Background: an optimization exercise with open tools, aiming at small area, a short achievable clock period and few clock cycles per item. Do not read the settings as production practice. The RTL was checked by simulation tests, not by an equivalence proof against the original design.

==> flow/design.v (excerpt) <==
module sha256_core (
    input  wire         clk,
    input  wire         rst,         
    input  wire         in_valid,
    output wire         in_ready,
    input  wire [31:0]  in_data,     
    input  wire         in_first,    
    input  wire         in_last,     
    output wire         out_valid,
    input  wire         out_ready,
    output wire [255:0] out_digest   
);
Settings: LEC_CHECK=0, CAP_MARGIN=20, CORE_MARGIN=2, CORE_UTILIZATION=40, PLACE_DENSITY=0.6, SETUP_SLACK_MARGIN=5, SLEW_MARGIN=20; clock period 10.0 ns.
run.sh (not shown) runs the stock make flow with config.mk's settings and CLKGATE_MAP_FILE= SYNTH_SCRIPT=/design/flow/synth_recipe.tcl, a recipe that flattens the netlist after the stock synthesis.
The starting point completed with no timing, DRC or antenna violations.
Testbench counts at the start, summed over its fixed seeds: cycles 51,894, blocks 798.
Next try:
==> flow/flow/run.sh (new file) <==
#!/bin/bash
# The standard layout, with the port buffers made of the smallest buffer
# (buf_1) instead of the delay buffer buffer_ports picks by default.
set -euo pipefail
bash standard.sh "BUFFER_PORTS_ARGS=-buffer_cell sky130_fd_sc_hd__buf_1" SETUP_SLACK_MARGIN=6.5 finish > orfs_make.log 2>&1
==> flow/standard.sh (new file) <==
#!/bin/bash
# synth_recipe.tcl (not shown) runs the flow's synth.tcl, then flattens the netlist and writes it again
# the make line also repeats each setting of config.mk as NAME=value (left out here)
make -C /OpenROAD-flow-scripts/flow DESIGN_CONFIG=/design/flow/config.mk WORK_HOME=/design/flow/orfs CLKGATE_MAP_FILE= SYNTH_SCRIPT=/design/flow/synth_recipe.tcl "${@:-finish}"
removed: flow/run.sh
Result:
- hold slack loses 17 ps
- flip-flop and latch count stays the same
- area after synthesis does not change
- clock skew drops by 42 ps

Another version of the RTL of sha256_core (not shown whole).
Size in the first run: roughly 4600 cells after synthesis, about 1100 flip-flops.
==> flow/config.mk <==
export PLATFORM = sky130hd
export DESIGN_NAME = sha256_core
export DESIGN_NICKNAME = sha256_core
export VERILOG_FILES = /design/flow/design.v
export SDC_FILE = /design/flow/constraint.sdc
export NUM_CORES = 4
export LEC_CHECK = 0
export CAP_MARGIN = 20
export CORE_MARGIN = 2
export CORE_UTILIZATION = 40
export CTS_CLUSTER_DIAMETER = 150
export CTS_CLUSTER_SIZE = 25
export PLACE_DENSITY = 0.6
export SETUP_SLACK_MARGIN = 5
export SLEW_MARGIN = 20
==> flow/constraint.sdc <==
create_clock -name core_clock -period 10.0 [get_ports {clk}]
set_input_delay 2.0000 -clock core_clock [delete_from_list [all_inputs] [get_ports {clk}]]
set_output_delay 2.0000 -clock core_clock [all_outputs]
set_load 0.01 [all_outputs]
standard.sh (not shown) runs the stock make flow with config.mk's settings and CLKGATE_MAP_FILE= SYNTH_SCRIPT=/design/flow/synth_recipe.tcl, a recipe that flattens the netlist after the stock synthesis.
==> flow/flow/run.sh <==
#!/bin/bash
# The standard layout, with the port buffers made of the smallest buffer
# (buf_1) instead of the delay buffer buffer_ports picks by default.
set -euo pipefail
bash standard.sh "BUFFER_PORTS_ARGS=-buffer_cell sky130_fd_sc_hd__buf_1" finish > orfs_make.log 2>&1
Testbench counts at the start, summed over its fixed seeds: cycles 52,684, blocks 798.
Next try:
==> flow/run.sh (new file) <==
#!/bin/bash
# synth_recipe.tcl (not shown) runs the flow's synth.tcl, then flattens the netlist and writes it again
# the make line also repeats each setting of config.mk as NAME=value (left out here)
make -C /OpenROAD-flow-scripts/flow DESIGN_CONFIG=/design/flow/config.mk WORK_HOME=/design/flow/orfs CLKGATE_MAP_FILE= SYNTH_SCRIPT=/design/flow/synth_recipe.tcl finish
--- a/flow/config.mk
+++ b/flow/config.mk
@@ -10,4 +10,3 @@
 export CORE_UTILIZATION = 40
-export CTS_CLUSTER_DIAMETER = 150
-export CTS_CLUSTER_SIZE = 25
+export CTS_BUF_LIST = sky130_fd_sc_hd__clkbuf_4 sky130_fd_sc_hd__clkbuf_8
 export PLACE_DENSITY = 0.6
removed: flow/flow/run.sh
removed: flow/standard.sh
=> Critical path depth rises by 2; worst hold slack got worse by 3.6 ps; utilization rises by 3.1 points; design area went up by 7.0%.
Next try:
--- a/flow/config.mk
+++ b/flow/config.mk
@@ -10,3 +10,2 @@
 export CORE_UTILIZATION = 40
-export CTS_BUF_LIST = sky130_fd_sc_hd__clkbuf_4 sky130_fd_sc_hd__clkbuf_8
 export PLACE_DENSITY = 0.6
Maximum frequency barely changes; clock skew climbs by 12 ps; count of clock-buffer cells in the layout drops by 88; routed wire length drops by 0.42%; synthesized area is unchanged; worst hold slack is worse by 7.7 ps; global-route usage drops by 0.19 points; design area is about the same; via count drops by 1.1%.
Next try:
--- a/flow/config.mk
+++ b/flow/config.mk
@@ -10,2 +10,4 @@
 export CORE_UTILIZATION = 40
+export CTS_CLUSTER_DIAMETER = 150
+export CTS_CLUSTER_SIZE = 20
 export PLACE_DENSITY = 0.6
- The new run completed without violations
- clock-buffer cell count falls by 63
- global-route usage falls by 0.23 points
- routed wire length falls by 0.56%
- setup slack gets worse by 32 ps
- clock skew falls by 21 ps
- cell area falls by 3.2%
- via count falls by 0.74%
- core utilization falls by 1.5 points
- fmax falls by 0.65%
Next try:
--- a/flow/config.mk
+++ b/flow/config.mk
@@ -10,4 +10,4 @@
 export CORE_UTILIZATION = 40
-export CTS_CLUSTER_DIAMETER = 150
-export CTS_CLUSTER_SIZE = 20
+export CTS_CLUSTER_DIAMETER = 60
+export CTS_CLUSTER_SIZE = 22
 export PLACE_DENSITY = 0.6
Effect:
- The new run went through all stages and came out clean
- die area is unchanged
- final area went up by about 3%
- routed wire length is about the same
- fmax rises by about 0.35%

==> static timing again, ports no longer ideal <==
The flow's constraints put no driver on any port. The routed layouts listed below were extracted and timed again, unchanged, in two steps. Step 1 assumes that a clkbuf_16 drives the clock port and a buf_2 every other input. Step 2 times the ports against the registers' clock, not the clock port: input delays grow and output delays shrink by t, the midpoint of the rising clock arrivals with the driver on. Three values: ideal, step 1, step 2; two values: the first two.
run | t, ns | setup WS [ns] | worst setup path at the end | slew at the worst register clock pin (ns) | pins driven straight from the clock port
the first run of note 1 | 0.822 | 5.056 / 5.056 / 4.442 | input to register | 0.07 / 0.07 | 1
the second run of note 1 | 0.835 | 5.234 / 5.234 / 5.234 | register to register | 0.07 / 0.07 | 1
the first run of note 2 | 0.769 | 5.052 / 5.052 / 4.852 | input to register | 0.12 / 0.12 | 1
the second run of note 2 | 0.990 | 5.106 / 5.106 / 4.674 | input to register | 0.07 / 0.07 | 1
the third run of note 2 | 0.824 | 5.108 / 5.108 / 4.712 | input to register | 0.07 / 0.07 | 1
the fourth run of note 2 | 0.787 | 5.076 / 5.076 / 4.711 | input to register | 0.11 / 0.11 | 1
the fifth run of note 2 | 0.802 | 5.093 / 5.093 / 4.749 | input to register | 0.09 / 0.09 | 1
After both steps setup and hold are still met in every run listed. For the first run of note 1, which loses most, drivers alone change the setup slack by 0.000 ns; drivers and shift together by -0.614 ns.
